Context: an optimization exercise on an open-source flow, tuned for small area, a short achievable clock period and few clock cycles per item. The choices shown serve that exercise and are no tape-out recipe.
Function was checked by simulation only, so behaviour that the tests miss may differ from the original.
Power is estimated from default activity; no workload was simulated.

==> v22 <==
## chk_channel
module chk_channel (
    input  wire        clk,
    input  wire        rst,
    input  wire        req_valid,
    output wire        req_ready,
    input  wire        req_write,
    input  wire [9:0]  req_addr,      
    input  wire [31:0] req_wdata,
    input  wire [3:0]  req_src,       
    output reg         resp_valid,
    output reg  [1:0]  resp_status,
    output reg  [31:0] resp_rdata
);
==> flow/config.mk <==
export PLATFORM = sky130hd
export DESIGN_NAME = chk_channel
export DESIGN_NICKNAME = chk_channel
export VERILOG_FILES = /design/flow/design.v
export SDC_FILE = /design/flow/constraint.sdc
export NUM_CORES = 4
export LEC_CHECK = 0
export CAP_MARGIN = 20
export CORE_MARGIN = 2
export CORE_UTILIZATION = 60
export PLACE_DENSITY = 0.75
export SLEW_MARGIN = 30
==> flow/constraint.sdc <==
create_clock -name core_clock -period 20.0 [get_ports {clk}]
set_input_delay 4.0000 -clock core_clock [delete_from_list [all_inputs] [get_ports {clk}]]
set_output_delay 4.0000 -clock core_clock [all_outputs]
set_load 0.01 [all_outputs]
standard.sh (not shown) runs the stock make flow with config.mk's settings and CLKGATE_MAP_FILE= SYNTH_SCRIPT=/design/flow/synth_recipe.tcl, a recipe that flattens the netlist after the stock synthesis.
==> flow/flow/run.sh <==
#!/bin/bash
# Layout flow: the standard flow (standard.sh: standard synthesis, floorplan, placement,
# CTS, routing, finish), unchanged except that ORFS's repair_timing is asked for more setup
# slack than the clock period needs, so that it sizes and buffers the critical paths.
# The SDC, clock period and all other settings are the standard flow's.
set -euo pipefail
export SETUP_SLACK_MARGIN=14.5
bash standard.sh > standard.log 2>&1
==> v31 (differences from v22) <==
--- a/flow/design.v
+++ b/flow/design.v
@@ -65,13 +65,13 @@
     reg [39:0] cnt_aband;
     reg [39:0] cnt_inval;
     reg [4:0]  half;
     reg [3:0]  int_raw;
     reg [31:0] snap_lo [0:4];
     reg [4:0]  snap_v;
-    reg        rdy;
+    reg        rdy;           
     reg        hold;          
     reg        rst_q;         
     reg        r_v;
     reg [31:0] r_d;
     reg [3:0]  r_s;
     reg        r_crc;         
@@ -84,13 +84,13 @@
     reg        c_start;       
     reg        q_poly, q_cfg, q_init, q_len, q_ctx, q_result, q_status;
     reg        q_half, q_intraw, q_drain, q_cnt;
     reg [2:0]  cnt_idx;
     reg        cnt_hi;
     assign req_ready = rdy;
-    wire accept = req_valid && rdy;
+    wire accept = req_valid && !hold;
     function [31:0] width_mask;
         input [5:0] w;
         begin
             width_mask = (w >= 6'd32) ? 32'hFFFF_FFFF : ((32'd1 << w) - 32'd1);
         end
     endfunction
==> flow/flow/run.sh (replaced) <==
#!/bin/bash
# Layout flow: the standard flow (standard.sh: standard synthesis, floorplan, placement,
# CTS, routing, finish), unchanged except that ORFS's repair_timing is asked for more setup
# slack than the clock period needs, so that it sizes and buffers the critical paths.
# The SDC, clock period and all other settings are the standard flow's.
set -euo pipefail
export SETUP_SLACK_MARGIN=15
bash standard.sh > standard.log 2>&1
==> results.txt <==
item	v22	v31
Multi-input logic portion of the cell area	61.5%	61.2%
Adder-cell area share of the yosys netlist	4.17%	4.14%
Share of synthesized area spent on multiplexers	8.66%	8.54%
Status	timing/DRC/antenna clean	timing/DRC/antenna clean
Design Power	3620 uW	3600 uW
Clock network fraction of design power	46.2%	45.0%
Avg Synthesized Cell Area	8.06 um2	8.10 um2
Met3 wire length	31,500 um	30,200 um
Routed vias	58,400	58,600
Buffer share of cell area	3.75%	4.73%
Post-DR wirelength/cell	25.6 um	26.0 um
Switching Share	25.9%	25.5%
Layout Cells excl Fill	8,823	8,839
Testbench counts of v22, summed over its fixed seeds: cycles 13,660, bytes 39,606.
Testbench counts of v31, summed over its fixed seeds: cycles 13,660, bytes 39,606.

* * *

==> v15 <==
chk_channel, a different RTL version from the one above (not shown whole).
==> flow/design.v (excerpt) <==
module chk_channel (
    input  wire        clk,
    input  wire        rst,
    input  wire        req_valid,
    output wire        req_ready,
    input  wire        req_write,
    input  wire [9:0]  req_addr,      
    input  wire [31:0] req_wdata,
    input  wire [3:0]  req_src,       
    output reg         resp_valid,
    output reg  [1:0]  resp_status,
    output reg  [31:0] resp_rdata
);
Settings: LEC_CHECK=0, CAP_MARGIN=30, CORE_MARGIN=2, CORE_UTILIZATION=60, PLACE_DENSITY=0.75, SLEW_MARGIN=60; clock period 20.0 ns.
==> flow/flow/run.sh <==
#!/bin/bash
# Layout flow: the standard flow (standard.sh: standard synthesis, floorplan, placement,
# CTS, routing, finish), unchanged except that ORFS's repair_timing is asked for more setup
# slack than the clock period needs, so that it sizes and buffers the critical paths.
# The SDC, clock period and all other settings are the standard flow's.
set -euo pipefail
export SETUP_SLACK_MARGIN=14.5
bash standard.sh > standard.log 2>&1
==> v19 (differences from v15) <==
--- a/flow/design.v
+++ b/flow/design.v
@@ -35,14 +35,15 @@
     localparam [9:0] A_DRAIN   = 10'h07F;
     localparam [31:0] RST_POLY = 32'h1EDC_6F41;
     localparam [31:0] RST_MU   = 32'h1F91_CAF6;    
     localparam integer MU_STEPS = 4;
     localparam integer MU_CYC   = 32 / MU_STEPS;
     reg [31:0] poly;
     reg [5:0]  width;
+    reg [5:0]  wsh;           
     reg        refin, refout, finv;
     reg [31:0] init;
     reg [15:0] len;
     reg [31:0] context_w;
     reg        drain;
     reg [31:0] poly_al;       
     reg [31:0] init_al;       
@@ -80,14 +81,16 @@
     reg        w_poly, w_cfg, w_init, w_len, w_ctx, w_start, w_feed;
     reg        w_half, w_intraw, w_inval, w_drain;
     reg        f_b, f_h;      
     reg        k0, k8, k16;   
     reg        k_fold;        
     reg        k32;           
     reg        d_feed;        
+    reg [5:0]  r_nb;          
+    reg [5:0]  r_sh;          
     reg        c_start;       
     reg        q_poly, q_cfg, q_init, q_len, q_ctx, q_result, q_status;
     reg        q_half, q_intraw, q_drain, q_cnt;
     reg [2:0]  cnt_idx;
     reg        cnt_hi;
     assign req_ready = rdy;
     wire accept = req_valid && rdy;
@@ -144,18 +147,25 @@
             for (j = 0; j < 32; j = j + 1)
                 for (i = 0; i <= j; i = i + 1)
                     crc_word[j] = crc_word[j] ^ (q[i] & p[j-i]);
         end
     endfunction
     wire        a_feed    = (req_addr[9:2] == 8'h12) && (req_addr[1:0] != 2'd3);
     wire        a_cnt     = (req_addr >= 10'h080) && (req_addr <= 10'h089);
-    wire        in_crc    = req_write && ((req_addr == A_START && req_wdata[1]) || a_feed);
+    wire        in_crc    = req_write && (req_addr == A_START || a_feed);
     wire [31:0] in_feed_al = (req_addr[1:0] == 2'd0) ? {req_wdata[7:0], 24'd0} :
                              (req_addr[1:0] == 2'd1) ? {req_wdata[15:0], 16'd0} : req_wdata;
     wire [31:0] in_feed_d  = refin ? rev_bytes(in_feed_al) : in_feed_al;
+    reg  [5:0]  in_nb;
+    integer n;
+    always @(*) begin
+        in_nb = 6'd0;
+        for (n = 0; n < 32; n = n + 1)
+            if (req_wdata[n]) in_nb = n + 1;
+    end
     wire        stall     = r_v && r_crc && !mu_ok;
     wire        exec      = r_v && !stall;
     wire        is_open   = (cstate == CS_OPEN);
     wire [2:0]  feed_n    = {!f_b && !f_h, f_h, f_b};
     wire [16:0] count_sum = {1'b0, count} + {14'd0, feed_n};
     wire        rem_lt    = f_b ? (rem == 16'd0) :
                             f_h ? (rem[15:1] == 15'd0) : (rem[15:2] == 14'd0);
@@ -170,24 +180,17 @@
     assign bytes_inc[39:0]  = inc40(cnt_bytes[42:3]);
     assign bytes_inc[44:40] = cnt_bytes[47:43] + {4'd0, &cnt_bytes[42:3]};
     wire [47:0] bytes_new = {bytes_lo[3] ? bytes_inc : cnt_bytes[47:3], bytes_lo[2:0]};
     wire        do_start  = exec && w_start && r_d[0] && !drain;
     wire        do_feed   = exec && w_feed && !drain && !feed_rej;
     wire        do_rej    = exec && w_feed && !drain && feed_rej;
     wire        do_inval  = exec && w_inval && r_d[0] && is_open;
-    reg         over_w;
-    integer     b;
-    always @(*) begin
-        over_w = 1'b0;
-        for (b = 8; b < 32; b = b + 1)
-            if (r_d[b] && width <= b) over_w = 1'b1;
-    end
-    wire        poly_bad  = is_open || over_w || !r_d[0];
+    wire        poly_bad  = is_open || r_nb > width || !r_d[0];
     wire        cfg_bad   = is_open || r_d[5:0] < 6'd8 || r_d[5:0] > 6'd32;
-    wire        init_bad  = is_open || over_w;
+    wire        init_bad  = is_open || r_nb > width;
     wire [31:0] ctx_r     = refin ? rev_bytes(context_w) : context_w;
     wire [31:0] din       = ({32{d_feed}} & r_d) | ({32{k_fold}} & ctx_r);
     wire [31:0] cbase     = c_start ? init_al : crc;
     wire [31:0] cu        = cbase ^ din;
     wire [31:0] cv        = ({32{k32}} & cu) |
                             ({32{k16}} & {16'd0, cu[31:16]}) |
                             ({32{k8}}  & {24'd0, cu[31:24]});
@@ -195,19 +198,17 @@
                             ({32{k16}} & {cu[15:0], 16'd0}) |
                             ({32{k8}}  & {cu[23:0], 8'd0});
     wire [31:0] crc_next  = crc_word(cv, mu, poly_al) ^ cpass;
     wire [5:0]  run_shift  = 6'd32 - run_width;
     wire [31:0] raw_result = run_refout ? rev32(crc) : (crc >> run_shift);
     wire [31:0] result     = run_finv ? (raw_result ^ width_mask(run_width)) : raw_result;
     wire [31:0] status_word = {count, 8'd0, starter, reject_f, read_f, cstate};
-    wire [5:0]  al_w     = w_cfg ? r_d[5:0] : width;
-    wire [63:0] al_poly_w = {(w_cfg ? poly : r_d), 32'd0} >> al_w;
-    wire [63:0] al_init_w = {(w_cfg ? init : r_d), 32'd0} >> al_w;
-    wire [31:0] al_poly  = al_poly_w[31:0];
-    wire [31:0] al_init  = al_init_w[31:0];
+    wire [5:0]  al_sh    = w_cfg ? r_sh : wsh;
+    wire [31:0] al_poly  = (w_cfg ? poly : r_d) << al_sh;
+    wire [31:0] al_init  = (w_cfg ? init : r_d) << al_sh;
     reg  [47:0] cnt_live;
     always @(*) begin
         case (cnt_idx)
             3'd0:    cnt_live = {8'd0, cnt_comp};
             3'd1:    cnt_live = cnt_bytes;
             3'd2:    cnt_live = {8'd0, cnt_rej};
             3'd3:    cnt_live = {8'd0, cnt_aband};
@@ -256,15 +257,17 @@
         end else begin
             rdy   <= !(rv_next && rcrc_next && !mu_ok_next);
             hold  <= rv_next && rcrc_next && !mu_ok_next;
             r_v   <= rv_next;
             r_crc <= rcrc_next;
         end
         if (!hold) begin
-            r_d      <= (req_addr[3] && !req_addr[2]) ? in_feed_d : req_wdata;
+            r_d      <= a_feed ? in_feed_d : req_wdata;
+            r_nb     <= in_nb;
+            r_sh     <= 6'd32 - req_wdata[5:0];
             d_feed   <= a_feed;
             k32      <= req_addr == A_FEED_W || (req_addr == A_START && req_wdata[1]);
             r_s      <= req_src;
             w_poly   <= req_write && req_addr == A_POLY;
             w_cfg    <= req_write && req_addr == A_CFG;
             w_init   <= req_write && req_addr == A_INIT;
             w_len    <= req_write && req_addr == A_LEN;
@@ -320,28 +323,31 @@
             mu_x <= mu_xs;
     end
     always @(posedge clk) begin
         if (rst)
             resp_valid <= 1'b0;
         else
             resp_valid <= exec;
-        resp_status <= status;
-        resp_rdata  <= rdata;
+        if (exec) begin
+            resp_status <= status;
+            resp_rdata  <= rdata;
+        end
         if (do_start || do_feed)
             crc <= crc_next;
         if (do_start) begin
             run_width  <= width;
             run_refout <= refout;
             run_finv   <= finv;
         end
         if (exec && q_cnt && cnt_hi)
             snap_lo[cnt_idx] <= cnt_live[31:0];
         if (rst_q) begin
             poly        <= RST_POLY;
             width       <= 6'd32;
+            wsh         <= 6'd0;
             refin       <= 1'b1;
             refout      <= 1'b1;
             finv        <= 1'b1;
             init        <= 32'hFFFF_FFFF;
             poly_al     <= RST_POLY;
             init_al     <= 32'hFFFF_FFFF;
             len         <= 16'd0;
@@ -364,14 +370,15 @@
         end else begin
             if (exec && w_poly && !poly_bad) begin
                 poly    <= r_d;
                 poly_al <= al_poly;
             end
             if (exec && w_cfg && !cfg_bad) begin
                 width   <= r_d[5:0];
+                wsh     <= r_sh;
                 refin   <= r_d[8];
                 refout  <= r_d[9];
                 finv    <= r_d[10];
                 poly_al <= al_poly;
                 init_al <= al_init;
             end
             if (exec && w_init && !init_bad) begin
==> flow/run.sh (new file) <==
#!/bin/bash
# synth_recipe.tcl (not shown) runs the flow's synth.tcl, then flattens the netlist and writes it again
# the make line also repeats each setting of config.mk as NAME=value (left out here)
make -C /OpenROAD-flow-scripts/flow DESIGN_CONFIG=/design/flow/config.mk WORK_HOME=/design/flow/orfs CLKGATE_MAP_FILE= SYNTH_SCRIPT=/design/flow/synth_recipe.tcl finish
Settings changed: CORE_UTILIZATION 60 to 40, PLACE_DENSITY 0.75 to 0.6.
removed: flow/flow/run.sh
removed: flow/standard.sh
==> v26 (differences from v15) <==
--- a/flow/design.v
+++ b/flow/design.v
@@ -35,14 +35,16 @@
     localparam [9:0] A_DRAIN   = 10'h07F;
     localparam [31:0] RST_POLY = 32'h1EDC_6F41;
     localparam [31:0] RST_MU   = 32'h1F91_CAF6;    
     localparam integer MU_STEPS = 4;
     localparam integer MU_CYC   = 32 / MU_STEPS;
     reg [31:0] poly;
     reg [5:0]  width;
+    reg [5:0]  wsh;           
+    reg [31:8] whi;           
     reg        refin, refout, finv;
     reg [31:0] init;
     reg [15:0] len;
     reg [31:0] context_w;
     reg        drain;
     reg [31:0] poly_al;       
     reg [31:0] init_al;       
@@ -144,15 +146,15 @@
             for (j = 0; j < 32; j = j + 1)
                 for (i = 0; i <= j; i = i + 1)
                     crc_word[j] = crc_word[j] ^ (q[i] & p[j-i]);
         end
     endfunction
     wire        a_feed    = (req_addr[9:2] == 8'h12) && (req_addr[1:0] != 2'd3);
     wire        a_cnt     = (req_addr >= 10'h080) && (req_addr <= 10'h089);
-    wire        in_crc    = req_write && ((req_addr == A_START && req_wdata[1]) || a_feed);
+    wire        in_crc    = req_write && (req_addr == A_START || a_feed);
     wire [31:0] in_feed_al = (req_addr[1:0] == 2'd0) ? {req_wdata[7:0], 24'd0} :
                              (req_addr[1:0] == 2'd1) ? {req_wdata[15:0], 16'd0} : req_wdata;
     wire [31:0] in_feed_d  = refin ? rev_bytes(in_feed_al) : in_feed_al;
     wire        stall     = r_v && r_crc && !mu_ok;
     wire        exec      = r_v && !stall;
     wire        is_open   = (cstate == CS_OPEN);
     wire [2:0]  feed_n    = {!f_b && !f_h, f_h, f_b};
@@ -170,21 +172,15 @@
     assign bytes_inc[39:0]  = inc40(cnt_bytes[42:3]);
     assign bytes_inc[44:40] = cnt_bytes[47:43] + {4'd0, &cnt_bytes[42:3]};
     wire [47:0] bytes_new = {bytes_lo[3] ? bytes_inc : cnt_bytes[47:3], bytes_lo[2:0]};
     wire        do_start  = exec && w_start && r_d[0] && !drain;
     wire        do_feed   = exec && w_feed && !drain && !feed_rej;
     wire        do_rej    = exec && w_feed && !drain && feed_rej;
     wire        do_inval  = exec && w_inval && r_d[0] && is_open;
-    reg         over_w;
-    integer     b;
-    always @(*) begin
-        over_w = 1'b0;
-        for (b = 8; b < 32; b = b + 1)
-            if (r_d[b] && width <= b) over_w = 1'b1;
-    end
+    wire        over_w    = (r_d[31:8] & whi) != 24'd0;
     wire        poly_bad  = is_open || over_w || !r_d[0];
     wire        cfg_bad   = is_open || r_d[5:0] < 6'd8 || r_d[5:0] > 6'd32;
     wire        init_bad  = is_open || over_w;
     wire [31:0] ctx_r     = refin ? rev_bytes(context_w) : context_w;
     wire [31:0] din       = ({32{d_feed}} & r_d) | ({32{k_fold}} & ctx_r);
     wire [31:0] cbase     = c_start ? init_al : crc;
     wire [31:0] cu        = cbase ^ din;
@@ -195,19 +191,19 @@
                             ({32{k16}} & {cu[15:0], 16'd0}) |
                             ({32{k8}}  & {cu[23:0], 8'd0});
     wire [31:0] crc_next  = crc_word(cv, mu, poly_al) ^ cpass;
     wire [5:0]  run_shift  = 6'd32 - run_width;
     wire [31:0] raw_result = run_refout ? rev32(crc) : (crc >> run_shift);
     wire [31:0] result     = run_finv ? (raw_result ^ width_mask(run_width)) : raw_result;
     wire [31:0] status_word = {count, 8'd0, starter, reject_f, read_f, cstate};
-    wire [5:0]  al_w     = w_cfg ? r_d[5:0] : width;
-    wire [63:0] al_poly_w = {(w_cfg ? poly : r_d), 32'd0} >> al_w;
-    wire [63:0] al_init_w = {(w_cfg ? init : r_d), 32'd0} >> al_w;
-    wire [31:0] al_poly  = al_poly_w[31:0];
-    wire [31:0] al_init  = al_init_w[31:0];
+    wire [5:0]  cfg_sh   = 6'd32 - r_d[5:0];
+    wire [31:0] cfg_whi  = ~width_mask(r_d[5:0]);
+    wire [5:0]  al_sh    = w_cfg ? cfg_sh : wsh;
+    wire [31:0] al_poly  = (w_cfg ? poly : r_d) << al_sh;
+    wire [31:0] al_init  = (w_cfg ? init : r_d) << al_sh;
     reg  [47:0] cnt_live;
     always @(*) begin
         case (cnt_idx)
             3'd0:    cnt_live = {8'd0, cnt_comp};
             3'd1:    cnt_live = cnt_bytes;
             3'd2:    cnt_live = {8'd0, cnt_rej};
             3'd3:    cnt_live = {8'd0, cnt_aband};
@@ -334,14 +330,16 @@
             run_finv   <= finv;
         end
         if (exec && q_cnt && cnt_hi)
             snap_lo[cnt_idx] <= cnt_live[31:0];
         if (rst_q) begin
             poly        <= RST_POLY;
             width       <= 6'd32;
+            wsh         <= 6'd0;
+            whi         <= 24'd0;
             refin       <= 1'b1;
             refout      <= 1'b1;
             finv        <= 1'b1;
             init        <= 32'hFFFF_FFFF;
             poly_al     <= RST_POLY;
             init_al     <= 32'hFFFF_FFFF;
             len         <= 16'd0;
@@ -364,14 +362,16 @@
         end else begin
             if (exec && w_poly && !poly_bad) begin
                 poly    <= r_d;
                 poly_al <= al_poly;
             end
             if (exec && w_cfg && !cfg_bad) begin
                 width   <= r_d[5:0];
+                wsh     <= cfg_sh;
+                whi     <= cfg_whi[31:8];
                 refin   <= r_d[8];
                 refout  <= r_d[9];
                 finv    <= r_d[10];
                 poly_al <= al_poly;
                 init_al <= al_init;
             end
             if (exec && w_init && !init_bad) begin
Settings changed: CORE_UTILIZATION 60 to 40, PLACE_DENSITY 0.75 to 0.6.
==> results.txt <==
- Register-to-register slack: v26 > v15 > v19.
- Against v26, the sequential share of layout area of v19 is higher by 0.69 points.
- Clock-buffer cell count, highest first: v26, v15, v19.
- In v15 the clock power is smaller than in v26, by about 9%.
- Wire length: v15 is smaller than v26 (about 0.7%).
- Final area: v15 < v19 < v26.
- The highest area after synthesis belongs to v26, the lowest to v15.
- Clock skew: v19 > v26 > v15.
- First-iteration DRC count, lowest first: v26, v19, v15.
- Worst setup slack, highest first: v26, v15, v19.
==> figures <==
| metric | v19 | v26 | v15 |
|---|---|---|---|
| Die extent in x | 402 um | 403 um | 329 um |
| Number of global-route vias before repair | 52351 | 53074 | 54075 |
| Combined area of the multi-input logic cells | 40600 um2 | 41600 um2 | 41900 um2 |
| Met2 layer usage reported by global route | 0.426 | 0.437 | 0.653 |
| Pre-CTS worst setup slack | 13140 ps | 13310 ps | 13340 ps |
| Post-Route WL | 235000 um | 248000 um | 246000 um |
| Number of antenna violations at the first check in global routing | 9 | 8 | 9 |
| Final HPWL from detailed placement | 165000 um | 172000 um | 171000 um |
| Share of the synthesized netlist area taken by xor and xnor gates | 0.183 | 0.185 | 0.183 |
| Area post-placement | 66700 um2 | 67300 um2 | 66100 um2 |
| Non-Filler Instances | 9576 | 9460 | 8712 |
| Drt initial violations | 7999 | 7509 | 9281 |
| Count of unique library cells instantiated by Yosys | 83 | 81 | 80 |
| Maximum fanout count along the critical path | 7 | 31 | 32 |
| Start point of the worst min-delay path | poly_al[3] | mu[0] | int_raw[2] |
| Multi-input gates | 6083 | 5944 | 5915 |
| Status | finished clean | finished clean | finished clean |
| Power density over the cells | 55.7 nW/um2 | 56.2 nW/um2 | 53.9 nW/um2 |
| Avg WL per Cell | 24.5 um | 26.2 um | 28.3 um |
| Fraction of standard cell area in multi-input logic | 0.577 | 0.584 | 0.599 |
| Num sequential | 850 | 861 | 832 |
Testbench counts of v15, summed over its fixed seeds: cycles 13,660, bytes 39,606.
Testbench counts of v19, summed over its fixed seeds: cycles 13,692, bytes 39,606.
Testbench counts of v26, summed over its fixed seeds: cycles 13,692, bytes 39,606.

## static timing again, ports no longer ideal
The flow's constraints put no driver on any port. The routed layouts listed below were extracted and timed again, unchanged, in two steps. Step 1, drivers: a clkbuf_16 drives clk and a buf_2 each remaining input, both assumed. Step 2 also shifts input and output timing later by t, the mid clock arrival at the registers, as if the neighbouring blocks saw the same clock. Three values: ideal ports, drivers, drivers and shift; two values: the first two.
run | t (ns) | setup slack, ns | worst hold slack (ns) | latest minus earliest clock arrival (ns) | worst register clock-pin slew, ns
v22 | 0.762 | 14.525 / 14.444 / 13.930 | 0.466 / 0.466 / 0.466 | 0.051 / 0.052 | 0.08 / 0.08
v31 | 0.750 | 14.843 / 14.766 / 14.332 | 0.457 / 0.457 / 0.457 | 0.063 / 0.063 | 0.07 / 0.07
v15 | 0.780 | 14.383 / 14.383 / 13.854 | 0.456 / 0.456 / 0.456 | 0.036 / 0.035 | 0.08 / 0.08
v19 | 0.782 | 13.804 / 13.863 / 13.081 | 0.455 / 0.455 / 0.455 | 0.069 / 0.068 | 0.07 / 0.07
v26 | 0.814 | 14.535 / 14.482 / 13.899 | 0.455 / 0.455 / 0.455 | 0.039 / 0.039 | 0.07 / 0.07
After both steps every run listed still meets setup and hold. For v19, which loses most, drivers alone change the setup slack by +0.059 ns; drivers and shift together by -0.723 ns.
